From an optimization exercise on the open Yosys and OpenROAD flow, aimed at small area, a short achievable clock period and few clock cycles per item; shortcuts taken in it are not production practice.
In this exercise RTL edits were held to simulation tests only and were not proved equivalent to the original.

## design/flow/config.mk

```make
export PLATFORM = sky130hd
export DESIGN_NAME = rs_col_decoder
export DESIGN_NICKNAME = rs_col_decoder
export VERILOG_FILES = /design/flow/design.v
export SDC_FILE = /design/flow/constraint.sdc
export NUM_CORES = 8
export LEC_CHECK = 0
export CAP_MARGIN = 20
export CORE_MARGIN = 2
export CORE_UTILIZATION = 30
export SLEW_MARGIN = 20
```

## design/flow/constraint.sdc

```tcl
create_clock -name core_clock -period 12.0 [get_ports {clk}]
set_input_delay 2.4000 -clock core_clock [delete_from_list [all_inputs] [get_ports {clk}]]
set_output_delay 2.4000 -clock core_clock [all_outputs]
set_load 0.01 [all_outputs]
```

## design/flow/design.v

```verilog
module rs_gf_mul (
    input  wire [7:0] a,
    input  wire [7:0] b,
    output wire [7:0] p
);
    reg [14:0] t;
    integer i;
    always @* begin
        t = 15'd0;
        for (i = 0; i < 8; i = i + 1)
            if (b[i]) t = t ^ ({7'd0, a} << i);
        for (i = 14; i >= 8; i = i - 1)
            if (t[i]) t = t ^ (15'h011d << (i - 8));
    end
    assign p = t[7:0];
endmodule
module rs_gf_inv (
    input  wire [7:0] a,
    output reg  [7:0] inv
);
    always @* begin
        case (a)
      8'h00: inv = 8'h00;
      8'h01: inv = 8'h01;
      8'h02: inv = 8'h8e;
      8'h03: inv = 8'hf4;
      8'h04: inv = 8'h47;
      8'h05: inv = 8'ha7;
      8'h06: inv = 8'h7a;
      8'h07: inv = 8'hba;
      8'h08: inv = 8'had;
      8'h09: inv = 8'h9d;
      8'h0a: inv = 8'hdd;
      8'h0b: inv = 8'h98;
      8'h0c: inv = 8'h3d;
      8'h0d: inv = 8'haa;
      8'h0e: inv = 8'h5d;
      8'h0f: inv = 8'h96;
      8'h10: inv = 8'hd8;
      8'h11: inv = 8'h72;
      8'h12: inv = 8'hc0;
      8'h13: inv = 8'h58;
      8'h14: inv = 8'he0;
      8'h15: inv = 8'h3e;
      8'h16: inv = 8'h4c;
      8'h17: inv = 8'h66;
      8'h18: inv = 8'h90;
      8'h19: inv = 8'hde;
      8'h1a: inv = 8'h55;
      8'h1b: inv = 8'h80;
      8'h1c: inv = 8'ha0;
      8'h1d: inv = 8'h83;
      8'h1e: inv = 8'h4b;
      8'h1f: inv = 8'h2a;
      8'h20: inv = 8'h6c;
      8'h21: inv = 8'hed;
      8'h22: inv = 8'h39;
      8'h23: inv = 8'h51;
      8'h24: inv = 8'h60;
      8'h25: inv = 8'h56;
      8'h26: inv = 8'h2c;
      8'h27: inv = 8'h8a;
      8'h28: inv = 8'h70;
      8'h29: inv = 8'hd0;
      8'h2a: inv = 8'h1f;
      8'h2b: inv = 8'h4a;
      8'h2c: inv = 8'h26;
      8'h2d: inv = 8'h8b;
      8'h2e: inv = 8'h33;
      8'h2f: inv = 8'h6e;
      8'h30: inv = 8'h48;
      8'h31: inv = 8'h89;
      8'h32: inv = 8'h6f;
      8'h33: inv = 8'h2e;
      8'h34: inv = 8'ha4;
      8'h35: inv = 8'hc3;
      8'h36: inv = 8'h40;
      8'h37: inv = 8'h5e;
      8'h38: inv = 8'h50;
      8'h39: inv = 8'h22;
      8'h3a: inv = 8'hcf;
      8'h3b: inv = 8'ha9;
      8'h3c: inv = 8'hab;
      8'h3d: inv = 8'h0c;
      8'h3e: inv = 8'h15;
      8'h3f: inv = 8'he1;
      8'h40: inv = 8'h36;
      8'h41: inv = 8'h5f;
      8'h42: inv = 8'hf8;
      8'h43: inv = 8'hd5;
      8'h44: inv = 8'h92;
      8'h45: inv = 8'h4e;
      8'h46: inv = 8'ha6;
      8'h47: inv = 8'h04;
      8'h48: inv = 8'h30;
      8'h49: inv = 8'h88;
      8'h4a: inv = 8'h2b;
      8'h4b: inv = 8'h1e;
      8'h4c: inv = 8'h16;
      8'h4d: inv = 8'h67;
      8'h4e: inv = 8'h45;
      8'h4f: inv = 8'h93;
      8'h50: inv = 8'h38;
      8'h51: inv = 8'h23;
      8'h52: inv = 8'h68;
      8'h53: inv = 8'h8c;
      8'h54: inv = 8'h81;
      8'h55: inv = 8'h1a;
      8'h56: inv = 8'h25;
      8'h57: inv = 8'h61;
      8'h58: inv = 8'h13;
      8'h59: inv = 8'hc1;
      8'h5a: inv = 8'hcb;
      8'h5b: inv = 8'h63;
      8'h5c: inv = 8'h97;
      8'h5d: inv = 8'h0e;
      8'h5e: inv = 8'h37;
      8'h5f: inv = 8'h41;
      8'h60: inv = 8'h24;
      8'h61: inv = 8'h57;
      8'h62: inv = 8'hca;
      8'h63: inv = 8'h5b;
      8'h64: inv = 8'hb9;
      8'h65: inv = 8'hc4;
      8'h66: inv = 8'h17;
      8'h67: inv = 8'h4d;
      8'h68: inv = 8'h52;
      8'h69: inv = 8'h8d;
      8'h6a: inv = 8'hef;
      8'h6b: inv = 8'hb3;
      8'h6c: inv = 8'h20;
      8'h6d: inv = 8'hec;
      8'h6e: inv = 8'h2f;
      8'h6f: inv = 8'h32;
      8'h70: inv = 8'h28;
      8'h71: inv = 8'hd1;
      8'h72: inv = 8'h11;
      8'h73: inv = 8'hd9;
      8'h74: inv = 8'he9;
      8'h75: inv = 8'hfb;
      8'h76: inv = 8'hda;
      8'h77: inv = 8'h79;
      8'h78: inv = 8'hdb;
      8'h79: inv = 8'h77;
      8'h7a: inv = 8'h06;
      8'h7b: inv = 8'hbb;
      8'h7c: inv = 8'h84;
      8'h7d: inv = 8'hcd;
      8'h7e: inv = 8'hfe;
      8'h7f: inv = 8'hfc;
      8'h80: inv = 8'h1b;
      8'h81: inv = 8'h54;
      8'h82: inv = 8'ha1;
      8'h83: inv = 8'h1d;
      8'h84: inv = 8'h7c;
      8'h85: inv = 8'hcc;
      8'h86: inv = 8'he4;
      8'h87: inv = 8'hb0;
      8'h88: inv = 8'h49;
      8'h89: inv = 8'h31;
      8'h8a: inv = 8'h27;
      8'h8b: inv = 8'h2d;
      8'h8c: inv = 8'h53;
      8'h8d: inv = 8'h69;
      8'h8e: inv = 8'h02;
      8'h8f: inv = 8'hf5;
      8'h90: inv = 8'h18;
      8'h91: inv = 8'hdf;
      8'h92: inv = 8'h44;
      8'h93: inv = 8'h4f;
      8'h94: inv = 8'h9b;
      8'h95: inv = 8'hbc;
      8'h96: inv = 8'h0f;
      8'h97: inv = 8'h5c;
      8'h98: inv = 8'h0b;
      8'h99: inv = 8'hdc;
      8'h9a: inv = 8'hbd;
      8'h9b: inv = 8'h94;
      8'h9c: inv = 8'hac;
      8'h9d: inv = 8'h09;
      8'h9e: inv = 8'hc7;
      8'h9f: inv = 8'ha2;
      8'ha0: inv = 8'h1c;
      8'ha1: inv = 8'h82;
      8'ha2: inv = 8'h9f;
      8'ha3: inv = 8'hc6;
      8'ha4: inv = 8'h34;
      8'ha5: inv = 8'hc2;
      8'ha6: inv = 8'h46;
      8'ha7: inv = 8'h05;
      8'ha8: inv = 8'hce;
      8'ha9: inv = 8'h3b;
      8'haa: inv = 8'h0d;
      8'hab: inv = 8'h3c;
      8'hac: inv = 8'h9c;
      8'had: inv = 8'h08;
      8'hae: inv = 8'hbe;
      8'haf: inv = 8'hb7;
      8'hb0: inv = 8'h87;
      8'hb1: inv = 8'he5;
      8'hb2: inv = 8'hee;
      8'hb3: inv = 8'h6b;
      8'hb4: inv = 8'heb;
      8'hb5: inv = 8'hf2;
      8'hb6: inv = 8'hbf;
      8'hb7: inv = 8'haf;
      8'hb8: inv = 8'hc5;
      8'hb9: inv = 8'h64;
      8'hba: inv = 8'h07;
      8'hbb: inv = 8'h7b;
      8'hbc: inv = 8'h95;
      8'hbd: inv = 8'h9a;
      8'hbe: inv = 8'hae;
      8'hbf: inv = 8'hb6;
      8'hc0: inv = 8'h12;
      8'hc1: inv = 8'h59;
      8'hc2: inv = 8'ha5;
      8'hc3: inv = 8'h35;
      8'hc4: inv = 8'h65;
      8'hc5: inv = 8'hb8;
      8'hc6: inv = 8'ha3;
      8'hc7: inv = 8'h9e;
      8'hc8: inv = 8'hd2;
      8'hc9: inv = 8'hf7;
      8'hca: inv = 8'h62;
      8'hcb: inv = 8'h5a;
      8'hcc: inv = 8'h85;
      8'hcd: inv = 8'h7d;
      8'hce: inv = 8'ha8;
      8'hcf: inv = 8'h3a;
      8'hd0: inv = 8'h29;
      8'hd1: inv = 8'h71;
      8'hd2: inv = 8'hc8;
      8'hd3: inv = 8'hf6;
      8'hd4: inv = 8'hf9;
      8'hd5: inv = 8'h43;
      8'hd6: inv = 8'hd7;
      8'hd7: inv = 8'hd6;
      8'hd8: inv = 8'h10;
      8'hd9: inv = 8'h73;
      8'hda: inv = 8'h76;
      8'hdb: inv = 8'h78;
      8'hdc: inv = 8'h99;
      8'hdd: inv = 8'h0a;
      8'hde: inv = 8'h19;
      8'hdf: inv = 8'h91;
      8'he0: inv = 8'h14;
      8'he1: inv = 8'h3f;
      8'he2: inv = 8'he6;
      8'he3: inv = 8'hf0;
      8'he4: inv = 8'h86;
      8'he5: inv = 8'hb1;
      8'he6: inv = 8'he2;
      8'he7: inv = 8'hf1;
      8'he8: inv = 8'hfa;
      8'he9: inv = 8'h74;
      8'hea: inv = 8'hf3;
      8'heb: inv = 8'hb4;
      8'hec: inv = 8'h6d;
      8'hed: inv = 8'h21;
      8'hee: inv = 8'hb2;
      8'hef: inv = 8'h6a;
      8'hf0: inv = 8'he3;
      8'hf1: inv = 8'he7;
      8'hf2: inv = 8'hb5;
      8'hf3: inv = 8'hea;
      8'hf4: inv = 8'h03;
      8'hf5: inv = 8'h8f;
      8'hf6: inv = 8'hd3;
      8'hf7: inv = 8'hc9;
      8'hf8: inv = 8'h42;
      8'hf9: inv = 8'hd4;
      8'hfa: inv = 8'he8;
      8'hfb: inv = 8'h75;
      8'hfc: inv = 8'h7f;
      8'hfd: inv = 8'hff;
      8'hfe: inv = 8'h7e;
      8'hff: inv = 8'hfd;
            default: inv = 8'h00;
        endcase
    end
endmodule
module rs_col_decoder (
    input  wire       clk,
    input  wire       rst,
    input  wire       in_valid,
    output wire       in_ready,
    input  wire [7:0] in_data,
    input  wire       in_erase,
    output reg        corr_valid,
    output reg  [7:0] corr_pos,
    output reg  [7:0] corr_val,
    output reg        res_valid,
    output reg        res_fail
);
    localparam integer M  = 7;      
    localparam integer N  = 35;     
    localparam integer D  = 34;     
    localparam [33*8-1:0] POWJ = {8'h9d, 8'hc0, 8'h60, 8'h30, 8'h18, 8'h0c, 8'h06, 8'h03, 8'h8f, 8'hc9, 8'hea, 8'h75, 8'hb4, 8'h5a, 8'h2d, 8'h98, 8'h4c, 8'h26, 8'h13, 8'h87, 8'hcd, 8'he8, 8'h74, 8'h3a, 8'h1d, 8'h80, 8'h40, 8'h20, 8'h10, 8'h08, 8'h04, 8'h02, 8'h01};
    localparam [33*8-1:0] NEGJ = {8'h09, 8'h12, 8'h24, 8'h48, 8'h90, 8'h3d, 8'h7a, 8'hf4, 8'hf5, 8'hf7, 8'hf3, 8'hfb, 8'heb, 8'hcb, 8'h8b, 8'h0b, 8'h16, 8'h2c, 8'h58, 8'hb0, 8'h7d, 8'hfa, 8'he9, 8'hcf, 8'h83, 8'h1b, 8'h36, 8'h6c, 8'hd8, 8'had, 8'h47, 8'h8e, 8'h01};
    localparam [7:0] ALPHA_247 = 8'h83;    
    localparam [7:0] ALPHA_INV = 8'h8e;    
    localparam [63:0] IDENT = 64'h8040201008040201;
    function [7:0] xa1(input [7:0] v);
        xa1 = {v[6:0], 1'b0} ^ (v[7] ? 8'h1d : 8'h00);
    endfunction
    function [63:0] mat(input [7:0] v);
        reg [7:0] t;
        integer q;
        begin
            t = v;
            for (q = 0; q < 8; q = q + 1) begin
                mat[8*q +: 8] = t;
                t = xa1(t);
            end
        end
    endfunction
    function [7:0] mmul(input [63:0] m, input [7:0] x);
        integer q;
        begin
            mmul = 8'd0;
            for (q = 0; q < 8; q = q + 1)
                mmul = mmul ^ (m[8*q +: 8] & {8{x[q]}});
        end
    endfunction
    integer i;
    genvar g;
    reg        rdy;
    reg  [7:0] cnt_a;       
    reg  [7:0] xa;          
    reg  [5:0] ecnt_a;      
    reg        v1;          
    reg  [7:0] d1;
    reg  [7:0] x1;
    reg        first1, last1;
    reg        pk1;         
    assign in_ready = rdy;
    wire       accept = in_valid & rdy;
    wire       lastpos = (cnt_a == 8'd247);
    wire [7:0] xa_next;
    rs_gf_mul u_xa (.a(xa), .b(ALPHA_INV), .p(xa_next));
    reg  [7:0] s1 [0:31];
    reg        s2_idle;
    wire       proc1 = v1 & (~last1 | s2_idle);
    wire       hand  = proc1 & last1;
    wire [7:0] s1_mul [0:31];
    generate
        for (g = 0; g < 32; g = g + 1) begin : g_syn
            rs_gf_mul u_mul (.a(s1[g]), .b(POWJ[8*g +: 8]), .p(s1_mul[g]));
        end
    endgenerate
    reg  [7:0] fq [0:D-1];
    reg  [5:0] occ, occm1;
    wire [7:0] fq_old = fq[occm1];
    wire       push   = proc1 & pk1;
    wire       pop;
    wire [5:0] occ_next = occ + {5'd0, push} - {5'd0, pop};
    localparam [2:0] K_IDLE = 3'd0, K_START = 3'd1, K_START2 = 3'd2, K_BM = 3'd3, K_OM = 3'd4,
                     K_DONE = 3'd5;
    reg  [2:0] kst;
    reg  [4:0] ph;           
    reg  [4:0] it;           
    reg        itl;          
    reg  [5:0] f2;           
    reg  [5:0] f2e;          
    reg  [5:0] L2;
    reg  signed [6:0] k2;
    reg  [63:0] gm, dm;      
    reg  [7:0] dnx;          
    reg  [7:0] xn;           
    reg        ers, chg, ersn, chgn;
    reg        m_bm, m_om, m_dn;
    reg        a_s1, a_d1, a_s0;            
    reg        b_s0, b_t0, b_tm;            
    reg        k_s1, k_d1, k_s0, k_t0;      
    reg        k_ok, tuse;
    reg  [6:0] zln;          
    reg  [4:0] zch;          
    reg  [6:0] la, lb;       
    reg  [4:0] ca, cb;       
    reg  [7:0] capa, capb;   
    reg  [7:0] cs1, cs2;     
    reg  [8*N-1:0] dr, tr, sr;    
    wire   ph0  = ph[0];
    wire   ph4  = ph[4];
    wire   zhit = |(zch & ph);
    wire [7:0] dn_l [0:M-1];
    wire [7:0] dnew [0:M-1];
    wire [7:0] tnew [0:M-1];
    wire [7:0] snew [0:M-1];
    generate
        for (g = 0; g < M; g = g + 1) begin : g_lane
            wire [7:0] rd0 = dr[8*g +: 8];
            wire [7:0] rd1 = dr[8*(g+1) +: 8];
            wire [7:0] rt0 = tr[8*g +: 8];
            wire [7:0] rs0 = sr[8*g +: 8];
            wire [7:0] rs1 = sr[8*(g+1) +: 8];
            wire [7:0] tm1, tm2;
            if (g == 0) begin : g_c0
                assign tm1 = cs1;
                assign tm2 = cs2;
            end else if (g == 1) begin : g_c1
                assign tm1 = sr[8*(g-1) +: 8];
                assign tm2 = cs1;
            end else begin : g_cn
                assign tm1 = sr[8*(g-1) +: 8];
                assign tm2 = sr[8*(g-2) +: 8];
            end
            wire       m31 = (g == 3) ? ph4 : 1'b0;
            wire [7:0] opa = ({8{a_s1}} & rs1) | ({8{a_d1}} & rd1) | ({8{a_s0}} & rs0);
            wire [7:0] opb = ({8{b_s0 & ~m31}} & rs0) | ({8{b_t0}} & rt0) | ({8{b_tm}} & tm1);
            wire [7:0] dn  = mmul(gm, opa) ^ mmul(dm, opb);
            assign dn_l[g] = dn;
            wire       z   = zhit & zln[g];
            wire [7:0] tkp = ({8{k_s1}} & rs1) | ({8{k_d1}} & rd1) |
                             ({8{k_s0 & ~m31}} & rs0) | ({8{k_t0}} & rt0);
            assign tnew[g] = ({8{~z | k_ok}} & tkp) ^ ({8{tuse & (~z | k_ok)}} & dn);
            if (g == 5) begin : g_pad
                assign dnew[g] = m_bm ? (ph4 ? 8'd0 : dn) : rd0;
            end else begin : g_npad
                assign dnew[g] = m_bm ? dn : rd0;
            end
            assign snew[g] = m_om ? tm2 : rs0;
        end
    endgenerate
    wire [7:0] ha, hb;
    reg  [7:0] ha_r, hb_r;
    always @* begin
        ha_r = 8'd0;
        hb_r = 8'd0;
        for (i = 0; i < M; i = i + 1) begin
            ha_r = ha_r | ({8{la[i]}} & dr[8*i +: 8]);
            hb_r = hb_r | ({8{lb[i]}} & dr[8*i +: 8]);
        end
    end
    assign ha = ha_r;
    assign hb = hb_r;
    assign pop = ((kst == K_START) && (f2e != 6'd0)) ||
                 (m_bm && ph4 && !itl && ersn);
    wire kge_n = ers ? 1'b1 : (chg ? 1'b0 : (k2 >= -7'sd1));
    reg  [7:0] lc [0:32];
    reg  [7:0] wc [0:31];
    reg        act3, pl3;
    reg  [7:0] pos3;       
    reg  [5:0] cnt3;
    reg        over3, bad3;
    wire       s3_ready = ~act3 | pl3;
    wire       load3    = m_dn && ph0 && s3_ready;
    wire [7:0] lc_step [0:32];
    wire [7:0] wc_step [0:31];
    generate
        for (g = 0; g < 33; g = g + 1) begin : g_chl
            rs_gf_mul u_ms (.a(lc[g]), .b(NEGJ[8*g +: 8]), .p(lc_step[g]));
        end
        for (g = 0; g < 32; g = g + 1) begin : g_cho
            rs_gf_mul u_ms (.a(wc[g]), .b(NEGJ[8*g +: 8]), .p(wc_step[g]));
        end
    endgenerate
    reg [7:0] lam_sum, lam_odd, om_sum;
    always @* begin
        lam_sum = 8'd0;
        lam_odd = 8'd0;
        om_sum  = 8'd0;
        for (i = 0; i < 33; i = i + 1) begin
            lam_sum = lam_sum ^ lc[i];
            if (i % 2 == 1) lam_odd = lam_odd ^ lc[i];
        end
        for (i = 0; i < 32; i = i + 1) om_sum = om_sum ^ wc[i];
    end
    wire root  = act3 && (lam_sum == 8'd0);
    wire fin3  = act3 && pl3;
    wire fail3 = bad3 | over3 | (root ? (cnt3 != 6'd1) : (cnt3 != 6'd0));
    reg        p1v, p2v;
    reg  [7:0] p1odd, p1om, p1row, p2inv, p2om, p2row;
    reg        r1v, r1f, r2v, r2f;
    wire [7:0] odd_inv;
    wire [7:0] err_val;
    rs_gf_inv u_inv (.a(p1odd), .inv(odd_inv));
    rs_gf_mul u_forney (.a(p2om), .b(p2inv), .p(err_val));
    always @(posedge clk) begin
        dr <= {dnew[6], dnew[5], dnew[4], dnew[3], dnew[2], dnew[1], dnew[0], dr[8*N-1:8*M]};
        tr <= {tnew[6], tnew[5], tnew[4], tnew[3], tnew[2], tnew[1], tnew[0], tr[8*N-1:8*M]};
        if (kst == K_START2) begin
            for (i = 0; i < N; i = i + 1)
                sr[8*i +: 8] <= (i < 32) ? s1[i] : ((i == 32) ? 8'h01 : 8'h00);
        end else begin
            sr <= {snew[6], snew[5], snew[4], snew[3], snew[2], snew[1], snew[0], sr[8*N-1:8*M]};
        end
        cs1 <= ph4 ? 8'd0 : sr[8*(M-1) +: 8];
        cs2 <= ph4 ? 8'd0 : sr[8*(M-2) +: 8];
        if (proc1) begin
            for (i = 0; i < 32; i = i + 1)
                s1[i] <= (first1 ? 8'd0 : s1_mul[i]) ^ d1;
        end
        if (push) begin
            fq[0] <= x1;
            for (i = 1; i < D; i = i + 1) fq[i] <= fq[i-1];
        end
        if (accept) begin
            d1     <= in_data;
            x1     <= xa;
            first1 <= (cnt_a == 8'd0);
            last1  <= lastpos;
            pk1    <= in_erase && ((cnt_a == 8'd0) || (ecnt_a < 6'd32));
        end
        if (hand) begin
            f2  <= ecnt_a;
            f2e <= (ecnt_a > 6'd32) ? 6'd32 : ecnt_a;
        end
        if (kst == K_START) xn <= fq_old;
        if (m_bm && ph[3] && ersn) xn <= fq_old;    
        if (m_bm && ph0) dnx <= dn_l[0];
        if (m_bm && ph[1]) chgn <= (dnx != 8'd0) && kge_n;
        if (m_bm && ph0) ersn <= ({1'b0, it} + 6'd1 < f2e);
        if (m_bm && ph0) begin
            capa <= dn_l[0];
            capb <= dn_l[1];
        end else if (m_om) begin
            if (|(ca & ph)) capa <= ha;
            if (|(cb & ph)) capb <= hb;
        end
        case (kst)
        K_START2: begin
            gm   <= IDENT;
            dm   <= mat((f2e != 6'd0) ? xn : s1[0]);
            k2   <= 7'sd0;
            L2   <= f2e;
            ers  <= (f2e != 6'd0);
            chg  <= (f2e == 6'd0) && (s1[0] != 8'd0);
            ersn <= (f2e > 6'd1);
            zln  <= 7'b0000100;          
            zch  <= 5'b10000;
        end
        K_BM: if (ph4) begin
            if (!ers) begin
                if (chg) begin
                    k2 <= -k2 - 7'sd1;
                    L2 <= {1'b0, it} + 6'd1 + f2e - L2;
                end else begin
                    k2 <= k2 + 7'sd1;
                end
            end
            ers <= ersn;
            chg <= chgn;
            if (itl) begin
                gm <= mat(capa);
                dm <= mat(capb);
                la <= 7'b0000100;        
                ca <= 5'b00001;
                lb <= 7'b0001000;        
                cb <= 5'b00001;
            end else begin
                if (!ers && chg) gm <= dm;
                dm <= mat(ersn ? xn : dnx);
            end
            if (zln[0]) begin
                zln <= 7'b1000000;
                zch <= {1'b0, zch[4:1]};
            end else begin
                zln <= {1'b0, zln[6:1]};
            end
        end
        K_OM: if (ph4) begin
            gm <= mat(ca[4] ? ha : capa);
            dm <= mat(cb[4] ? hb : capb);
            la <= {la[4:0], la[6:5]};
            if (la[5] || la[6]) ca <= {ca[3:0], 1'b0};
            lb <= {lb[4:0], lb[6:5]};
            if (lb[5] || lb[6]) cb <= {cb[3:0], 1'b0};
        end
        default: ;
        endcase
        if (load3) begin
            for (i = 0; i < 33; i = i + 1) lc[i] <= dr[8*i +: 8];
            for (i = 0; i < 32; i = i + 1) wc[i] <= tr[8*i +: 8];
            cnt3  <= L2;
            over3 <= 1'b0;
            bad3  <= (f2 > 6'd32) || ({L2, 1'b0} > {1'b0, f2} + 7'd32);
        end else begin
            for (i = 0; i < 33; i = i + 1) lc[i] <= lc_step[i];
            for (i = 0; i < 32; i = i + 1) wc[i] <= wc_step[i];
            if (root) begin
                cnt3 <= cnt3 - 6'd1;
                if (cnt3 == 6'd0) over3 <= 1'b1;
            end
        end
        p1odd <= lam_odd;
        p1om  <= om_sum;
        p1row <= 8'd247 - pos3;
        p2inv <= odd_inv;
        p2om  <= p1om;
        p2row <= p1row;
        corr_pos <= p2row;
        corr_val <= err_val;
        r1f <= fail3;
        r2f <= r1f;
        res_fail <= r2f;
        if (rst) begin
            rdy     <= 1'b1;
            cnt_a   <= 8'd0;
            xa      <= ALPHA_247;
            ecnt_a  <= 6'd0;
            v1      <= 1'b0;
            occ     <= 6'd0;
            occm1   <= 6'd63;
            kst     <= K_IDLE;
            s2_idle <= 1'b1;
            m_bm    <= 1'b0;
            m_om    <= 1'b0;
            m_dn    <= 1'b0;
            ph      <= 5'b00001;
            it      <= 5'd0;
            act3    <= 1'b0;
            p1v     <= 1'b0;
            p2v     <= 1'b0;
            r1v     <= 1'b0;
            r2v     <= 1'b0;
            corr_valid <= 1'b0;
            res_valid  <= 1'b0;
        end else begin
            if (accept) begin
                cnt_a  <= lastpos ? 8'd0 : cnt_a + 8'd1;
                xa     <= lastpos ? ALPHA_247 : xa_next;
                ecnt_a <= (cnt_a == 8'd0) ? {5'd0, in_erase} :
                          (in_erase && ecnt_a != 6'd33) ? ecnt_a + 6'd1 : ecnt_a;
            end
            if (accept) v1 <= 1'b1;
            else if (proc1) v1 <= 1'b0;
            rdy <= ~((accept && lastpos) || (v1 && last1 && !proc1)) &&
                   (occ_next <= D - 2);
            occ   <= occ_next;
            occm1 <= occ_next - 6'd1;
            ph <= {ph[3:0], ph[4]};
            case (kst)
            K_IDLE: if (hand) begin
                kst     <= K_START;
                s2_idle <= 1'b0;
            end
            K_START: kst <= K_START2;
            K_START2: begin
                kst  <= K_BM;
                m_bm <= 1'b1;
                ph   <= 5'b00001;
                it   <= 5'd0;
                itl  <= 1'b0;
                a_s1 <= 1'b1; a_d1 <= 1'b0; a_s0 <= 1'b0;
                b_s0 <= 1'b1; b_t0 <= 1'b0; b_tm <= 1'b0;
                k_s1 <= (f2e == 6'd0) && (s1[0] != 8'd0);
                k_d1 <= 1'b0;
                k_s0 <= (f2e == 6'd0) && (s1[0] == 8'd0);
                k_t0 <= 1'b0;
                k_ok <= 1'b0;
                tuse <= (f2e != 6'd0);
            end
            K_BM: if (ph4) begin
                it  <= it + 5'd1;
                itl <= (it == 5'd30);
                if (itl) begin
                    kst  <= K_OM;
                    m_bm <= 1'b0;
                    m_om <= 1'b1;
                    it   <= 5'd0;
                    a_s1 <= 1'b0; a_d1 <= 1'b0; a_s0 <= 1'b1;
                    b_s0 <= 1'b0; b_t0 <= 1'b0; b_tm <= 1'b1;
                    k_s1 <= 1'b0; k_d1 <= 1'b0; k_s0 <= 1'b0; k_t0 <= 1'b0;
                    k_ok <= 1'b1;
                    tuse <= 1'b1;
                end else begin
                    a_s1 <= 1'b0; a_d1 <= 1'b1; a_s0 <= 1'b0;
                    b_s0 <= 1'b0; b_t0 <= 1'b1; b_tm <= 1'b0;
                    k_s1 <= 1'b0;
                    k_d1 <= !ersn && chgn;
                    k_s0 <= 1'b0;
                    k_t0 <= !ersn && !chgn;
                    k_ok <= 1'b0;
                    tuse <= ersn;
                end
            end
            K_OM: if (ph4) begin
                it  <= it + 5'd1;
                itl <= (it == 5'd14);
                k_t0 <= 1'b1;
                if (itl) begin
                    kst  <= K_DONE;
                    m_om <= 1'b0;
                    m_dn <= 1'b1;
                    a_s0 <= 1'b0;
                    b_tm <= 1'b0;
                    tuse <= 1'b0;
                end
            end
            K_DONE: if (load3) begin
                kst     <= K_IDLE;
                s2_idle <= 1'b1;
                m_dn    <= 1'b0;
            end
            default: kst <= K_IDLE;
            endcase
            if (load3) begin
                act3 <= 1'b1;
                pos3 <= 8'd0;
                pl3  <= 1'b0;
            end else if (act3) begin
                pos3 <= pos3 + 8'd1;
                pl3  <= (pos3 == 8'd246);
                if (pl3) act3 <= 1'b0;
            end
            p1v <= root;
            p2v <= p1v && (p1om != 8'd0) && (p1odd != 8'd0);
            corr_valid <= p2v;
            r1v <= fin3;
            r2v <= r1v;
            res_valid <= r2v;
        end
    end
endmodule
```

## design/flow/flow/run.sh

```bash
#!/bin/bash
# Standard layout; port buffers taken as buf_4, and timing repair aimed at
# a setup slack of 9 ns (the design runs well below the 12 ns clock).
export BUFFER_PORTS_ARGS="-buffer_cell sky130_fd_sc_hd__buf_4"
export SETUP_SLACK_MARGIN=9
bash standard.sh > standard.log 2>&1
```

## design/flow/standard.sh

```bash
#!/bin/bash
# synth_recipe.tcl (not shown) runs the flow's synth.tcl, then flattens the netlist and writes it again
# the make line also repeats each setting of config.mk as NAME=value (left out here)
make -C /OpenROAD-flow-scripts/flow DESIGN_CONFIG=/design/flow/config.mk WORK_HOME=/design/flow/orfs CLKGATE_MAP_FILE= SYNTH_SCRIPT=/design/flow/synth_recipe.tcl "${@:-finish}"
```

==> results.py, run 1 <==
metrics = {
    "run_status": {
        "status": "timing/DRC/antenna clean",
    },
    "finish": {
        "drive_gt1_share_pct": 11.4,
        "layout_common_cells": "xnor2_1 (1963), nand2_1 (1683), dfxtp_1 (1393), xor2_1 (1023), nor2_1 (813)",
        "final_util_pct": 35.1,
        "seqCellArea_sq_mm": 0.0527,
        "area_growth_pct": 16.5,
        "design_area_sq_mm": 0.130,
        "multi_input_area_sq_mm": 0.0581,
        "nets": 11500,
        "fill_cells": 37100,
        "layout_commonest_cell": "xnor2_1",
    },
    "floorplanning": {
        "die_x_um": 613,
        "core_area_sq_mm": 0.369,
        "die_h_um": 613,
        "row_count": 223,
        "io_pins": 32,
        "die_area_sq_mm": 0.376,
        "initial_core_util_pct": 30.2,
    },
    "critical_path": {
        "r2r_start": "f2e[4]$_SDFFCE_PN0P_",
        "path_buf_inv": 1,
        "r2r_end": "occm1[5]$_SDFF_PP1_",
        "start_kind": "flop",
        "max_stage_delay_ns": 0.39,
        "rr_worst_depth": 16,
        "rrSetupSlack_ns": 8.83,
        "cp-end-kind": "primary output",
        "path_cells": "buf_6",
        "cp.required_ns": 9.60,
        "arrival_ns": 1.44,
        "crit_type": "reg2out",
        "path_max_fanout": 1,
        "path_delay_family": "flip-flops",
        "crit_slowest_cell": "dfxtp_4",
    },
    "synthesis": {
        "yosysUniqueCellTypes": 70,
        "yosys_warnings": 11,
        "async_reset_ff_share_pct": 0,
        "yosys.area.top_type": "dfxtp_1",
        "synth-main-ff-cell": "dfxtp_1",
        "syn_nets": 11600,
        "synth_edf_count": 788,
        "ys_top_cells_by_area": "dfxtp_1 (26%), edfxtp_1 (21%), xnor2_1 (16%)",
        "syn-cell-area_sq_mm": 0.111,
        "synth_seq_area_share_pct": 47.2,
        "ys_seq_elements": 2232,
        "synth_cells": 11500,
        "syn_avg_cell_area_sq_um": 9.68,
        "yosysTopAreaCellShare_pct": 25.9,
    },
    "routing": {
        "drt_first_pass_iters": 11,
        "viasPerCell": 5.17,
        "num_vias": 85900,
        "wirelength_met1_um": 164000,
        "wirelength_um": 407000,
        "route.detailed.drc": 0,
        "top_layer_used": "met5",
        "drt_iter0_markers": 11400,
        "met3WireLength_um": 49700,
        "met2_length_um": 168000,
        "wire_per_inst_um": 24.5,
        "ant_nets": 0,
    },
    "hold_path": {
        "whs_endpoint": "dr[85]$_DFF_P_",
        "whs_path_depth": 0,
        "worstHoldStart": "dr[141]$_DFF_P_",
        "min_path_type": "reg2reg",
    },
    "global_route": {
        "grt_pass1_vias": 79800,
        "grt_pass1_wl_um": 569000,
        "antenna_found_initial": 27,
        "track_usage_pct": 20.5,
        "gr-total-overflow": 0,
        "grt_max_degree": 213,
    },
    "timing": {
        "relSlewSlack_pct": 15.1,
        "setup_viol": 0,
        "hold_viol": 0,
        "fin_worst_skew_ns": 0.112,
        "finalSetupTns_ns": 0,
        "rsz0062_at_grt": "yes",
        "fmax_mhz": 260,
        "slew_viol_final": 0,
        "worstMarginPinSlew_ns": 1.27,
        "fin_crit_ns": 3.84,
        "fin_crit_sh_pct": 32.0,
    },
    "cts": {
        "cts_root_buf": "clkbuf_16",
        "cts.clk_slew.worst_paths_ns": 0.07,
        "cts_tree": "done",
        "insertion_delay_ns": 1.00,
        "cts_buffers": 236,
        "h-tree-depth": 4,
        "hold_buffers": 0,
        "clock-sinks": 2232,
        "clockBufferDepth": 4,
    },
    "job": {
        "maxCapViolCount": 0,
    },
    "placement": {
        "place.gp.congestion": 1.03,
        "dp.final_hpwl_um": 267000,
        "dpl-instance-area_sq_mm": 0.117,
        "portBuffers": 31,
    },
}
## synthesized netlist by cell type, drive strengths merged, types with 50 or more instances
cell type and number:
nand2 1703, o31ai 50, a22oi 177, mux2i 99
xor2 1032, clkbuf 639, nor3 116, a221oi 51
o21ai 907, nand2b 90, and2 100, inv 95
ha 52, and3 82, nor2 825, edfxtp 788
nand3 52, buf 93, dfxtp 1444, a21oi 391
a222oi 57, xnor3 51, nor2b 62, a22o 110
xnor2 2042
## cells by family after synthesis
kind of cell               Yosys count  synth area share (%)
muxes                              136                  1.33
buffers and inverters              831                  2.87
DFF                               2232                  47.2
adders and majority gates           58                 0.692
and+or+nand+nor                   3176                  12.1
AOI/OAI and AO/OA                 1951                  10.6
xor gates and xnor gates          3129                  25.3
## worst max-delay path by stage
stage	from	end	slack, ns	depth (start not counted)
global route	res_valid$_SDFF_PP0_	res_valid	8.11	1
detailed placement	ph[0]$_SDFF_PP1_	wc[8][0]$_DFFE_PP_	7.65	5
floorplan	s2_idle$_SDFFE_PP1P_	fq[0][0]$_DFFE_PP_	5.79	4
finish	res_valid$_SDFF_PP0_	res_valid	8.16	1
CTS	res_valid$_SDFF_PP0_	res_valid	8.12	1
global placement	ph[0]$_SDFF_PP1_	wc[8][0]$_DFFE_PP_	7.69	5
## metrics by stage
step	std cells	hold WS [ns]	setup slack, ns
final	16600	0.291	8.16
after global routing	16600	0.307	8.11
after CTS	16500	0.285	8.12
after detailed placement	15900	0.312	7.65
after global placement	15900	0.311	7.69
after floorplan	11500	0.310	5.79
## flip-flops by register name (all words and copies together) (netlist names), 29 cells and up
register  flops
sr          280
dm           29
lc          264
tr          280
dr          280
s1          256
fq          272
wc          256
gm           29
## timing repair
action                                   CTS  global route
cloned                                    16            30
gates resized for setup                  313           463
hold endpoints to repair                   0             0
setup buffers                             66           102
pin swaps                                 38           176
endpoints found under the setup margin  1250           618
## final cells by class
cell class / count / area share (%)
Timing Repair Buffer: 410 / 3.36
Clock buffer: 321 / 5.23
Inverter: 99 / 0.326
Antenna cell: 19 / 0.0366
Clock inverter: 120 / 0.985
Timing Repair inverter: 3 / 0.0183
Sequential cell: 2232 / 40.6
Multi-Input combinational cell: 8462 / 44.7
Tap cell: 4950 / 4.77
## layer usage
| metal | vias to the layer above | track usage, % |
|---|---|---|
| met2 | 4966 | 30.0 |
| met3 | 1343 | 6.93 |
| li1 | 38300 | - |
| met1 | 41200 | 26.8 |
| met4 | 18 | 10.5 |
| met5 | - | 0.362 |
Testbench counts, summed over its fixed seeds: cycles 203,173, columns 800.
==> run 2: changes to the inputs <==
==> design/flow/run.sh (new file) <==
#!/bin/bash
# synth_recipe.tcl (not shown) runs the flow's synth.tcl, then flattens the netlist and writes it again
# the make line also repeats each setting of config.mk as NAME=value (left out here)
make -C /OpenROAD-flow-scripts/flow DESIGN_CONFIG=/design/flow/config.mk WORK_HOME=/design/flow/orfs CLKGATE_MAP_FILE= SYNTH_SCRIPT=/design/flow/synth_recipe.tcl finish
removed: design/flow/flow/run.sh
removed: design/flow/standard.sh
==> results.py, run 2 <==
metrics = {
    "run_status": {
        "status": "timing/DRC/antenna clean",
    },
    "synthesis": {
        "synth_fa_ha_area_share_pct": 0.692,
        "synth-main-ff-cell": "dfxtp_1",
        "yosysUniqueCellTypes": 70,
        "ys_seq_elements": 2232,
        "yosys_warnings": 11,
        "async_reset_ff_share_pct": 0,
        "synth_seq_area_share_pct": 47.2,
        "synth_top_family_by_area": "XOR/XNOR gates",
        "yosys.area_share.xor_xnor_pct": 25.3,
        "yosysTopAreaCellShare_pct": 25.9,
        "ys_top_cells_by_area": "dfxtp_1 (26%), edfxtp_1 (21%), xnor2_1 (16%)",
        "synth_edf_count": 788,
        "syn_nets": 11600,
        "synth_commonest_cells": "xnor2_1 (2042), nand2_1 (1703), dfxtp_1 (1444)",
        "yosys.area_share.simple_pct": 12.1,
        "synth_mux_area_share_pct": 1.33,
        "syn_avg_cell_area_sq_um": 9.68,
        "syn-cell-area_sq_mm": 0.111,
        "synth_cells": 11500,
        "yosys.area.top_type": "dfxtp_1",
        "synth_most_common_cell": "xnor2_1",
        "synth-compound-area-share_pct": 10.6,
    },
    "timing": {
        "setup_slack_ns": 7.32,
        "hold_viol": 0,
        "fmax_mhz": 214,
        "fin_crit_sh_pct": 39.0,
        "fin_worst_skew_ns": 0.108,
        "relSlewSlack_pct": 16.6,
        "slew_viol_final": 0,
        "worstMarginPinSlew_ns": 1.25,
        "rsz0062_at_grt": "no",
        "setup_viol": 0,
        "finalSetupTns_ns": 0,
        "fin_crit_ns": 4.68,
    },
    "global_route": {
        "grt_pass1_vias": 78100,
        "grt_max_degree": 226,
        "antenna_found_initial": 47,
        "grt_pass1_wl_um": 554000,
        "track_usage_pct": 19.9,
        "gr-total-overflow": 0,
    },
    "cts": {
        "clock-sinks": 2232,
        "h-tree-depth": 4,
        "insertion_delay_ns": 0.99,
        "cts_tree": "done",
        "hold_buffers": 0,
        "ctsResizeCount": 0,
        "cts_root_buf": "clkbuf_16",
        "clockBufferDepth": 4,
        "cts_setup_buffers": 0,
        "cts_buffers": 236,
        "cts.clk_slew.worst_paths_ns": 0.07,
    },
    "critical_path": {
        "path_buf_inv": 1,
        "crit_slowest_cell": "a21oi_1",
        "path_max_fanout": 77,
        "crit_type": "reg2reg",
        "cp.required_ns": 12.75,
        "path_delay_family": "compound AO/OA/AOI/OAI gates",
        "path_cells": "buf_4, a22o_1, o21ai_0, xor2_1, xnor2_1, xnor2_1, xnor2_2, a21oi_1",
        "cp-end-kind": "flop",
        "crit_top_cell": "xnor2_1",
        "max_stage_delay_ns": 0.96,
        "arrival_ns": 5.43,
        "startpoint": "b_s0$_DFFE_PP_",
        "start_kind": "flop",
        "r2r_start": "b_s0$_DFFE_PP_",
    },
    "routing": {
        "wire_per_inst_um": 23.7,
        "drt_first_pass_iters": 11,
        "viasPerCell": 5.10,
        "num_vias": 83700,
        "wirelength_um": 389000,
        "ant_nets": 0,
        "route.detailed.drc": 0,
        "drt_iter0_markers": 11900,
    },
    "finish": {
        "layout_commonest_cell": "xnor2_1",
        "nets": 11300,
        "layout_common_cells": "xnor2_1 (2034), nand2_1 (1702), dfxtp_1 (1438), xor2_1 (1032), o21ai_0 (903)",
        "reg_top3": "dr (280), sr (280), tr (280)",
        "drive_gt1_share_pct": 5.96,
        "fill_cells": 37600,
        "area_growth_pct": 12.2,
    },
    "placement": {
        "dp.final_hpwl_um": 263000,
        "place.gp.congestion": 1.04,
        "portBuffers": 31,
        "preCtsSetupSlack_ns": 7.02,
    },
    "hold_path": {
        "min_path_type": "reg2reg",
        "worstHoldStart": "dr[268]$_DFF_P_",
    },
    "floorplanning": {
        "die_h_um": 613,
        "core_area_sq_mm": 0.369,
        "row_count": 223,
        "die_x_um": 613,
        "die_area_sq_mm": 0.376,
        "io_pins": 32,
        "initial_core_util_pct": 30.2,
    },
    "job": {
        "maxCapViolCount": 0,
    },
}
-- run 2: final cells by class --
| type | count | area (sq um) | share of cell area (%) |
|---|---|---|---|
| flip-flops and latches | 2232 | 52600 | 42.1 |
| inverters | 99 | 387 | 0.309 |
| clock buffers | 323 | 6960 | 5.57 |
| well taps | 4950 | 6190 | 4.96 |
| repair buffers | 215 | 1800 | 1.44 |
| diodes | 27 | 67.6 | 0.0541 |
| multi-input cells | 8450 | 55800 | 44.7 |
| clock inverters | 116 | 1170 | 0.935 |
-- run 2: metal layers --
metal	global-route usage, %	up-vias	wire, um
met5	0	-	153
li1	-	37800	-
met2	29.4	4588	163000
met1	26.4	40100	159000
met3	6.05	1128	44500
met4	9.50	20	21800
-- run 2: through the flow --
step / util [%] / cell area (sq um) / cells / hold WS [ns]
5_1_grt: 33.8 / 125000 / 16400 / 0.323
2_1_floorplan: - / 111000 / 11500 / 0.310
3_5_place_dp: 31.6 / 117000 / 15900 / 0.312
6_report: 33.8 / 125000 / 16400 / 0.307
3_3_place_gp: 31.6 / 117000 / 15900 / 0.310
4_1_cts: 33.8 / 125000 / 16400 / 0.309
-- run 2: worst paths after layout --
kind | slack, ns | depth (start not counted) | end
worst max-delay path | 7.32 | 8 | dr[239]$_DFF_P_
worst min-delay path | 0.31 | 0 | dr[212]$_DFF_P_
worst max register to register | 7.32 | 8 | dr[239]$_DFF_P_
worst min register to register | 0.31 | 0 | dr[212]$_DFF_P_
-- run 2: worst reg2reg max path, delay by kind of cell, from the launching register on --
family / cells / cell delay (ns)
AO/OA/AOI/OAI: 3 / 2.04
XOR/XNOR: 4 / 1.03
buffers and inverters: 1 / 0.84
flip-flops: 1 / 0.59
-- run 2: cell families after synthesis --
logic type,after synthesis
XOR/XNOR,3129
AND/OR/NAND/NOR,3176
buffers and inverters,831
AO/OA/AOI/OAI,1951
adder cells (fa/ha/maj),58
multiplexers,136
flip-flops,2232
==> run 3: changes to the inputs <==
--- a/design/flow/config.mk
+++ b/design/flow/config.mk
@@ -7,5 +7,7 @@
 export LEC_CHECK = 0
 export CAP_MARGIN = 20
 export CORE_MARGIN = 2
-export CORE_UTILIZATION = 30
+export CORE_UTILIZATION = 60
+export CTS_CLUSTER_DIAMETER = 60
+export CTS_CLUSTER_SIZE = 30
 export SLEW_MARGIN = 20
==> results.py, run 3 <==
metrics = {
    "timing": {
        "rsz0062_at_grt": "no",
        "slew_viol_final": 0,
        "finalSetupTns_ns": 0,
        "fin_crit_ns": 4.93,
        "fin_worst_skew_ns": 0.0616,
        "hold_viol": 0,
        "fin_crit_sh_pct": 41.1,
        "worstMarginPinSlew_ns": 1.30,
        "setup_slack_ns": 7.07,
        "setup_viol": 0,
        "whs_ns": 0.304,
        "relSlewSlack_pct": 13.3,
        "fmax_mhz": 203,
    },
    "cts": {
        "clockBufferDepth": 3,
        "cts_root_buf": "clkbuf_16",
        "hold_buffers": 0,
        "cts_tree": "done",
        "insertion_delay_ns": 0.87,
        "h-tree-depth": 4,
        "cts_setup_buffers": 0,
        "clock-sinks": 2232,
        "cts_buffers": 143,
        "ctsResizeCount": 0,
        "cts.clk_slew.worst_paths_ns": 0.10,
    },
    "floorplanning": {
        "initial_core_util_pct": 60.2,
        "die_x_um": 435,
        "die_area_sq_mm": 0.189,
        "row_count": 158,
        "die_h_um": 435,
        "io_pins": 32,
        "core_area_sq_mm": 0.185,
    },
    "critical_path": {
        "crit_top_cell": "buf_4",
        "path_buf_inv": 4,
        "path_cells": "nand2b_1, nand3_4, buf_4, buf_4, buf_4, buf_4, mux2_2",
        "max_stage_delay_ns": 0.91,
        "crit_slowest_cell": "buf_4",
        "cp-end-kind": "flop",
        "r2r_end": "wc[14][2]$_DFF_P_",
        "arrival_ns": 5.69,
        "rrSetupSlack_ns": 7.07,
        "r2r_start": "act3$_SDFF_PP0_",
        "cp.depth": 7,
        "cp.required_ns": 12.77,
        "rr_worst_depth": 7,
        "path_delay_family": "buffers and inverters",
        "crit_type": "reg2reg",
        "start_kind": "flop",
        "path_max_fanout": 102,
    },
    "routing": {
        "wire_per_inst_um": 28.1,
        "ant_nets": 0,
        "num_vias": 84500,
        "drt_iter0_markers": 11800,
        "viasPerCell": 6.13,
        "wirelength_um": 387000,
        "drt_first_pass_iters": 14,
        "route.detailed.drc": 0,
    },
    "hold_path": {
        "worstHoldStart": "tr[274]$_DFF_P_",
        "whs_path_depth": 0,
        "min_path_type": "reg2reg",
        "whs_endpoint": "tr[218]$_DFF_P_",
    },
    "global_route": {
        "track_usage_pct": 39.8,
        "gr-total-overflow": 0,
        "grt_pass1_wl_um": 555000,
        "grt_pass1_vias": 80400,
        "antenna_found_initial": 36,
        "grt_max_degree": 251,
    },
    "job": {
        "maxCapViolCount": 0,
    },
    "finish": {
        "layout_common_cells": "xnor2_1 (2039), nand2_1 (1702), dfxtp_1 (1438), xor2_1 (1032), o21ai_0 (903)",
        "design_area_sq_mm": 0.119,
        "reg_top3": "dr (280), sr (280), tr (280)",
        "area_growth_pct": 6.91,
        "drive_gt1_share_pct": 4.92,
        "nets": 11200,
        "layout_commonest_cell": "xnor2_1",
    },
    "synthesis": {
        "ys_seq_elements": 2232,
        "synth_most_common_cell": "xnor2_1",
        "synth-main-ff-cell": "dfxtp_1",
        "async_reset_ff_share_pct": 0,
        "yosys_warnings": 11,
        "syn_avg_cell_area_sq_um": 9.68,
        "synth_seq_area_share_pct": 47.2,
        "syn_nets": 11600,
        "synth_edf_count": 788,
        "synth_commonest_cells": "xnor2_1 (2042), nand2_1 (1703), dfxtp_1 (1444)",
        "yosys.area.top_type": "dfxtp_1",
        "syn-cell-area_sq_mm": 0.111,
        "ys_top_cells_by_area": "dfxtp_1 (26%), edfxtp_1 (21%), xnor2_1 (16%)",
        "yosysTopAreaCellShare_pct": 25.9,
        "synth_cells": 11500,
        "yosysUniqueCellTypes": 70,
    },
    "run_status": {
        "status": "timing/DRC/antenna clean",
    },
    "placement": {
        "portBuffers": 31,
        "dpl-instance-area_sq_mm": 0.114,
        "place.gp.congestion": 1.02,
        "preCtsSetupSlack_ns": 6.96,
        "dp.final_hpwl_um": 265000,
    },
}
-- run 3: cell families after synthesis --
kind of cell / share of synthesized area (%)
simple gates: 12.1
xor+xnor: 25.3
flops: 47.2
compound gates: 10.6
buf+inv: 2.87
mux: 1.33
fa+ha+maj: 0.692
-- run 3: worst register-to-register path: stages, from the launching register on --
cell,delay (ns)
dfxtp_1,0.52
nand2b_1,0.18
nand3_4,0.49
buf_4,0.69
buf_4,0.77
buf_4,0.81
buf_4,0.95
mux2_2,0.43
-- run 3: metrics by stage --
step / cells / utilization [%]
2_1_floorplan: 11500 / -
3_3_place_gp: 13500 / 61.3
3_5_place_dp: 13500 / 61.4
4_1_cts: 13700 / 64.3
5_1_grt: 13800 / 64.3
6_report: 13800 / 64.4
-- run 3: layout make-up --
cell class / instances / area [sq um]
fillers: 15100 / 65900
multi-input cells: 8450 / 55800
flip-flops and latches: 2232 / 52600
clock buffers: 158 / 3790
well taps: 2480 / 3100
repair buffers: 220 / 1740
clock inverters: 109 / 1680
inverters: 99 / 387
diodes: 31 / 77.6
-- run 3: worst max-delay path by stage --
| stage | from | endpoint | slack, ns |
|---|---|---|---|
| 6_report | act3$_SDFF_PP0_ | wc[14][2]$_DFF_P_ | 7.07 |
| 5_1_grt | act3$_SDFF_PP0_ | wc[14][2]$_DFF_P_ | 6.79 |
| 4_1_cts | act3$_SDFF_PP0_ | wc[14][2]$_DFF_P_ | 7.14 |
| 3_5_place_dp | in_valid | cnt_a[7]$_SDFFE_PP0P_ | 6.96 |
| 3_3_place_gp | in_valid | cnt_a[7]$_SDFFE_PP0P_ | 6.94 |
| 2_1_floorplan | last1$_DFFE_PP_ | fq[0][0]$_DFFE_PP_ | 2.17 |
-- run 3: routing by layer --
layer	share of wire, %	routed length, um	GRT usage [%]
met4	7.2	27700	24.8
met2	43	165000	58.5
met1	39	150000	51.5
met3	12	45000	11.6
met5	0.070	271	0
==> run 4: changes to the inputs <==
--- a/design/flow/design.v
+++ b/design/flow/design.v
@@ -471,7 +471,8 @@
     wire fin3  = act3 && pl3;
     wire fail3 = bad3 | over3 | (root ? (cnt3 != 6'd1) : (cnt3 != 6'd0));
     reg        p1v, p2v;
-    reg  [7:0] p1odd, p1om, p1row, p2inv, p2om, p2row;
+    reg  [7:0] p1odd, p1om, p2inv, p2om;
+    reg        ld1, ld2, ld3;  
     reg        r1v, r1f, r2v, r2f;
     wire [7:0] odd_inv;
     wire [7:0] err_val;
@@ -586,11 +587,12 @@
         end
         p1odd <= lam_odd;
         p1om  <= om_sum;
-        p1row <= 8'd247 - pos3;
         p2inv <= odd_inv;
         p2om  <= p1om;
-        p2row <= p1row;
-        corr_pos <= p2row;
+        corr_pos <= ld3 ? 8'd247 : corr_pos - 8'd1;
+        ld1 <= load3;
+        ld2 <= ld1;
+        ld3 <= ld2;
         corr_val <= err_val;
         r1f <= fail3;
         r2f <= r1f;
==> design/flow/flow/run.sh (new file) <==
#!/bin/bash
# Standard layout; port buffers taken as buf_4, and timing repair aimed at
# a setup slack of 8.5 ns (the design runs well below the 12 ns clock).
export BUFFER_PORTS_ARGS="-buffer_cell sky130_fd_sc_hd__buf_4"
export SETUP_SLACK_MARGIN=8.5
bash standard.sh > standard.log 2>&1
==> design/flow/standard.sh (new file) <==
#!/bin/bash
# synth_recipe.tcl (not shown) runs the flow's synth.tcl, then flattens the netlist and writes it again
# the make line also repeats each setting of config.mk as NAME=value (left out here)
make -C /OpenROAD-flow-scripts/flow DESIGN_CONFIG=/design/flow/config.mk WORK_HOME=/design/flow/orfs CLKGATE_MAP_FILE= SYNTH_SCRIPT=/design/flow/synth_recipe.tcl "${@:-finish}"
removed: design/flow/run.sh
==> results.py, run 4 <==
metrics = {
    "timing": {
        "slew_viol_final": 0,
        "rsz0062_at_grt": "yes",
        "relSlewSlack_pct": 13.6,
        "fin_worst_skew_ns": 0.0640,
        "worstMarginPinSlew_ns": 1.29,
        "fmax_mhz": 267,
        "fin_crit_ns": 3.74,
        "hold_viol": 0,
        "fin_crit_sh_pct": 31.2,
        "finalSetupTns_ns": 0,
        "setup_viol": 0,
    },
    "synthesis": {
        "synth_commonest_cells": "xnor2_1 (2117), nand2_1 (1560), dfxtp_1 (1431)",
        "yosys.area.top_type": "dfxtp_1",
        "synth-main-ff-cell": "dfxtp_1",
        "syn_avg_cell_area_sq_um": 9.65,
        "async_reset_ff_share_pct": 0,
        "syn_nets": 11600,
        "synth_cells": 11500,
        "yosysTopAreaCellShare_pct": 25.7,
        "ys_seq_elements": 2219,
        "yosysUniqueCellTypes": 77,
        "synth_seq_area_share_pct": 47.0,
        "syn-cell-area_sq_mm": 0.111,
        "yosys_warnings": 11,
        "synth_edf_count": 788,
        "ys_top_cells_by_area": "dfxtp_1 (26%), edfxtp_1 (21%), xnor2_1 (17%)",
        "synth_most_common_cell": "xnor2_1",
    },
    "routing": {
        "num_vias": 86500,
        "viasPerCell": 6.24,
        "drt_iter0_markers": 12200,
        "wire_per_inst_um": 29.0,
        "wirelength_um": 402000,
        "drt_first_pass_iters": 12,
        "ant_nets": 0,
        "route.detailed.drc": 0,
    },
    "cts": {
        "cts_root_buf": "clkbuf_16",
        "clock-sinks": 2219,
        "insertion_delay_ns": 0.89,
        "cts_buffers": 143,
        "cts.clk_slew.worst_paths_ns": 0.10,
        "h-tree-depth": 4,
        "clockBufferDepth": 3,
        "cts_tree": "done",
    },
    "job": {
        "maxCapViolCount": 0,
    },
    "critical_path": {
        "rrSetupSlack_ns": 8.35,
        "max_stage_delay_ns": 0.37,
        "path_max_fanout": 2,
        "crit_type": "reg2out",
        "start_kind": "flop",
        "cp-end-kind": "primary output",
        "arrival_ns": 1.34,
        "path_buf_inv": 1,
        "r2r_start": "b_t0$_DFFE_PP_",
        "path_cells": "buf_6",
        "cp.required_ns": 9.60,
        "startpoint": "corr_pos[0]$_SDFF_PP1_",
        "path_delay_family": "flip-flops",
        "crit_slowest_cell": "dfxtp_4",
    },
    "hold_path": {
        "min_path_type": "reg2reg",
        "worstHoldStart": "r2f$_DFF_P_",
    },
    "finish": {
        "layout_common_cells": "xnor2_1 (2108), nand2_1 (1558), dfxtp_1 (1403), o21ai_0 (1024), xor2_1 (1016)",
        "final_cells": 13900,
        "final_util_pct": 64.9,
        "layout_commonest_cell": "xnor2_1",
        "multi_input_area_sq_mm": 0.0562,
        "seqCellArea_sq_mm": 0.0524,
        "drive_gt1_share_pct": 6.39,
        "nets": 11300,
        "fill_cells": 14900,
        "reg_top3": "dr (280), sr (280), tr (280)",
        "area_growth_pct": 7.73,
    },
    "placement": {
        "dp.cells": 13500,
        "portBuffers": 31,
        "place.gp.congestion": 1.07,
        "dp.final_hpwl_um": 277000,
    },
    "run_status": {
        "status": "timing/DRC/antenna clean",
    },
    "floorplanning": {
        "die_area_sq_mm": 0.189,
        "core_area_sq_mm": 0.185,
        "die_h_um": 435,
        "initial_core_util_pct": 60.2,
        "io_pins": 32,
        "die_x_um": 435,
        "row_count": 158,
    },
    "global_route": {
        "gr-total-overflow": 0,
        "grt_max_degree": 249,
        "track_usage_pct": 41.3,
        "grt_pass1_wl_um": 573000,
        "antenna_found_initial": 49,
        "grt_pass1_vias": 81600,
    },
}
==> run 4: cell types whose count changed in the layout (fill, tap and decap cells not counted), moves of 35 or more <==
cell and change:
xnor2_1 +69, o21ai_0 +121, dfxtp_1 -35, and2b_1 -36, nand2_1 -144, nor2b_1 +37, buf_4 +41
==> run 4: repair_timing <==
action	CTS	global route
gates resized for setup	92	36
pin swaps	3	13
gates cloned	5	1
hold buffers	0	0
endpoints found under the setup margin	681	272
setup buffers	17	16
==> run 4: cell families after synthesis <==
kind of cell	share of synthesized area (%)
xor+xnor	25.2
simple gates	11.6
flops	47.0
compound gates	11.3
buf+inv	2.90
mux	1.31
fa+ha+maj	0.681
==> run 4: metal layers <==
metal	wire length (um)	part of all wire (%)	GRT usage, %	vias up
li1	-	-	-	37900
met1	153000	38	53.5	41800
met2	170000	42	60.2	5320
met3	47100	12	12.1	1403
met4	30300	7.5	26.4	30
met5	426	0.11	0	-
==> run 4: final timing paths <==
check,to,cells after the start
setup reg to reg,tr[226]$_DFF_P_,11
hold reg to reg,res_fail$_DFF_P_,0
hold / removal,res_fail$_DFF_P_,0
setup / recovery,corr_pos[0],1
==> run 4: area by class of cell <==
| class | count | area share [%] |
|---|---|---|
| timing repair buffer | 270 | 1.91 |
| inverter | 93 | 0.316 |
| timing repair inverter | 2 | 0.0115 |
| multi-input combinational | 8482 | 46.8 |
| clock buffer | 159 | 3.17 |
| sequential | 2219 | 43.7 |
| clock inverter | 109 | 1.42 |
| tap | 2480 | 2.59 |
| antenna | 43 | 0.0897 |
==> run 4: through the flow <==
stage | setup slack (ns) | hold WS [ns] | area [sq um]
after floorplan | 5.79 | 0.310 | 111000
after global placement | 7.33 | 0.310 | 114000
after detailed placement | 7.52 | 0.312 | 114000
after CTS | 8.23 | 0.330 | 119000
after global routing | 8.22 | 0.331 | 120000
final | 8.26 | 0.330 | 120000
Testbench counts of run 4, summed over its fixed seeds: cycles 203,173, columns 800.
==> run 5: changes to the inputs <==
==> design/flow/flow/run.sh (replaced) <==
#!/bin/bash
# Standard layout; port buffers taken as buf_4, and timing repair aimed at
# a setup slack of 9 ns (the design runs well below the 12 ns clock).
export BUFFER_PORTS_ARGS="-buffer_cell sky130_fd_sc_hd__buf_4"
export SETUP_SLACK_MARGIN=9
bash standard.sh > standard.log 2>&1
==> results.py, run 5 <==
metrics = {
    "synthesis": {
        "yosysTopAreaCellShare_pct": 25.7,
        "ys_top_cells_by_area": "dfxtp_1 (26%), edfxtp_1 (21%), xnor2_1 (17%)",
        "yosysUniqueCellTypes": 77,
        "synth_most_common_cell": "xnor2_1",
        "syn-cell-area_sq_mm": 0.111,
        "synth-main-ff-cell": "dfxtp_1",
        "synth_cells": 11500,
        "synth_commonest_cells": "xnor2_1 (2117), nand2_1 (1560), dfxtp_1 (1431)",
        "async_reset_ff_share_pct": 0,
        "yosys_warnings": 11,
        "syn_avg_cell_area_sq_um": 9.65,
        "syn_nets": 11600,
        "synth_edf_count": 788,
        "yosys.area.top_type": "dfxtp_1",
        "ys_seq_elements": 2219,
        "synth_seq_area_share_pct": 47.0,
    },
    "routing": {
        "wirelength_met1_um": 153000,
        "drt_first_pass_iters": 13,
        "top_layer_used": "met5",
        "num_vias": 87000,
        "wire_per_inst_um": 28.3,
        "met3WireLength_um": 47200,
        "wirelength_um": 396000,
        "met2_length_um": 167000,
        "drt_iter0_markers": 11900,
        "route.detailed.drc": 0,
        "viasPerCell": 6.22,
        "ant_nets": 0,
    },
    "timing": {
        "fin_crit_sh_pct": 31.1,
        "setup_viol": 0,
        "finalSetupTns_ns": 0,
        "setup_slack_ns": 8.27,
        "fmax_mhz": 268,
        "fin_worst_skew_ns": 0.0607,
        "slew_viol_final": 0,
        "worstMarginPinSlew_ns": 1.33,
        "rsz0062_at_grt": "yes",
        "hold_viol": 0,
        "relSlewSlack_pct": 11.3,
        "fin_crit_ns": 3.73,
        "whs_ns": 0.329,
    },
    "global_route": {
        "gr-total-overflow": 0,
        "antenna_found_initial": 67,
        "grt_max_degree": 207,
        "track_usage_pct": 40.5,
        "grt_pass1_wl_um": 564000,
        "grt_pass1_vias": 81300,
    },
    "floorplanning": {
        "die_area_sq_mm": 0.189,
        "die_x_um": 435,
        "core_area_sq_mm": 0.185,
        "io_pins": 32,
        "row_count": 158,
        "die_h_um": 435,
        "initial_core_util_pct": 60.2,
    },
    "finish": {
        "layout_common_cells": "xnor2_1 (2044), nand2_1 (1550), dfxtp_1 (1380), xor2_1 (1007), o21ai_0 (958)",
        "fill_cells": 14800,
        "reg_top3": "dr (280), sr (280), tr (280)",
        "area_growth_pct": 10.2,
        "nets": 11400,
        "multi_input_area_sq_mm": 0.0574,
        "layout_commonest_cell": "xnor2_1",
        "drive_gt1_share_pct": 9.11,
        "seqCellArea_sq_mm": 0.0524,
    },
    "cts": {
        "clockBufferDepth": 3,
        "hold_buffers": 0,
        "insertion_delay_ns": 0.89,
        "cts_tree": "done",
        "h-tree-depth": 4,
        "cts.clk_slew.worst_paths_ns": 0.09,
        "clock-sinks": 2219,
        "cts_root_buf": "clkbuf_16",
        "cts_buffers": 146,
    },
    "critical_path": {
        "start_kind": "flop",
        "crit_type": "reg2out",
        "cp.required_ns": 9.60,
        "crit_end": "corr_pos[0]",
        "cp.depth": 1,
        "r2r_start": "b_tm$_SDFFCE_PN0P_",
        "path_delay_family": "flip-flops",
        "max_stage_delay_ns": 0.36,
        "path_buf_inv": 1,
        "cp-end-kind": "primary output",
        "startpoint": "corr_pos[0]$_SDFF_PP1_",
        "rrSetupSlack_ns": 8.76,
        "rr_worst_depth": 12,
        "r2r_end": "dr[272]$_DFF_P_",
        "path_cells": "buf_6",
        "arrival_ns": 1.33,
        "crit_slowest_cell": "dfxtp_4",
        "path_max_fanout": 2,
    },
    "hold_path": {
        "min_path_type": "reg2reg",
    },
    "placement": {
        "place.gp.congestion": 1.09,
        "portBuffers": 31,
        "preCtsSetupSlack_ns": 7.93,
        "dp.final_hpwl_um": 270000,
    },
    "job": {
        "maxCapViolCount": 0,
    },
    "run_status": {
        "status": "timing/DRC/antenna clean",
    },
}
[run 5: final cells by class]
cell class | count | area share (%)
Antenna cell | 67 | 0.137
Clock buffer | 160 | 3.17
Clock inverter | 112 | 1.34
Inverter | 93 | 0.327
Multi-Input combinational cell | 8484 | 46.8
Sequential cell | 2219 | 42.7
Tap cell | 2480 | 2.53
Timing Repair Buffer | 372 | 2.95
Timing Repair inverter | 3 | 0.0173
[run 5: worst min path at each step]
stage | slack (ns) | from | cells after the start | to
floorplan | 0.31 | dr[264]$_DFF_P_ | 0 | dr[208]$_DFF_P_
global placement | 0.31 | tr[260]$_DFF_P_ | 0 | tr[204]$_DFF_P_
detailed placement | 0.31 | tr[260]$_DFF_P_ | 0 | tr[204]$_DFF_P_
CTS | 0.33 | tr[259]$_DFF_P_ | 0 | tr[203]$_DFF_P_
global route | 0.33 | tr[173]$_DFF_P_ | 0 | tr[117]$_DFF_P_
finish | 0.33 | r2f$_DFF_P_ | 0 | res_fail$_DFF_P_
[run 5: worst register-to-register path, stage by stage, from the launching register on]
cell and delay [ns]:
edfxtp_1 0.47, buf_6 0.17, buf_12 0.13, buf_16 0.14
buf_4 0.18, buf_4 0.16, a222oi_1 0.39, nor2b_1 0.14
xor2_1 0.24, xor2_1 0.29, xnor3_1 0.29, xnor3_2 0.27
mux2_2 0.31
[run 5: per-stage QoR]
stage	area (sq um)	utilization, %	instances
floorplan	111000	-	11500
global route	123000	66.3	13900
CTS	121000	65.2	13800
global placement	114000	61.4	13500
detailed placement	114000	61.4	13500
finish	123000	66.4	14000
[run 5: timing repair]
action | 4_1_cts | 5_1_grt
cloned | 12 | 10
endpoints found under the hold margin | 0 | 0
resized for setup | 229 | 310
setup buffers | 44 | 71
endpoints found under the setup margin | 1317 | 699
pin swaps | 31 | 121
[run 5: cell families (layout without fill, tap and decap cells)]
logic type / after synthesis / in the layout / share of synthesized area [%]
compound gates: 2099 / 2101 / 11.3
xor+xnor: 3159 / 3159 / 25.2
fa+ha+maj: 57 / 57 / 0.681
buf+inv: 842 / 740 / 2.90
flops: 2219 / 2219 / 47.0
mux: 137 / 137 / 1.31
other cells: 0 / 67 / 0
simple gates: 3027 / 3030 / 11.6
[run 5: routing by layer]
metal | global-route usage [%] | up-vias
met3 | 12.3 | 1471
met1 | 52.9 | 41700
met5 | 0.580 | -
li1 | - | 38200
met4 | 24.5 | 20
met2 | 58.9 | 5609

[static timing again, ports no longer ideal]
No port has a modelled driver above. Below, the same layouts with a new extraction and two added sets of constraints.
Step 1: set_driving_cell puts a clkbuf_16 on clk and a buf_2 on each other input, an assumption about the parent block.
Step 2 moves the port delays by t, midway between the first and last clock arrival at a register: inputs arrive t later, outputs are due t later. That takes back most of the time a late clock gives input paths.
Slacks: ideal ports / drivers / drivers and shift; pairs: ideal ports / drivers.
run | t (ns) | slack for setup (ns) | worst setup path at the end | latest minus earliest clock arrival (ns)
run 1 | 1.056 | 8.159 / 8.041 / 8.159 | input to register | 0.119 / 0.119
run 2 | 1.030 | 7.321 / 7.321 / 7.098 | input to register | 0.110 / 0.109
run 3 | 0.946 | 7.071 / 7.071 / 7.026 | input to register | 0.066 / 0.066
run 4 | 0.951 | 8.258 / 8.167 / 7.791 | input to register | 0.073 / 0.073
run 5 | 0.945 | 8.271 / 8.181 / 8.161 | input to register | 0.062 / 0.062
After both steps setup and hold are still met in every run listed. The setup slack of run 4, which loses most, moves by -0.091 ns with the drivers and by -0.467 ns with both steps.
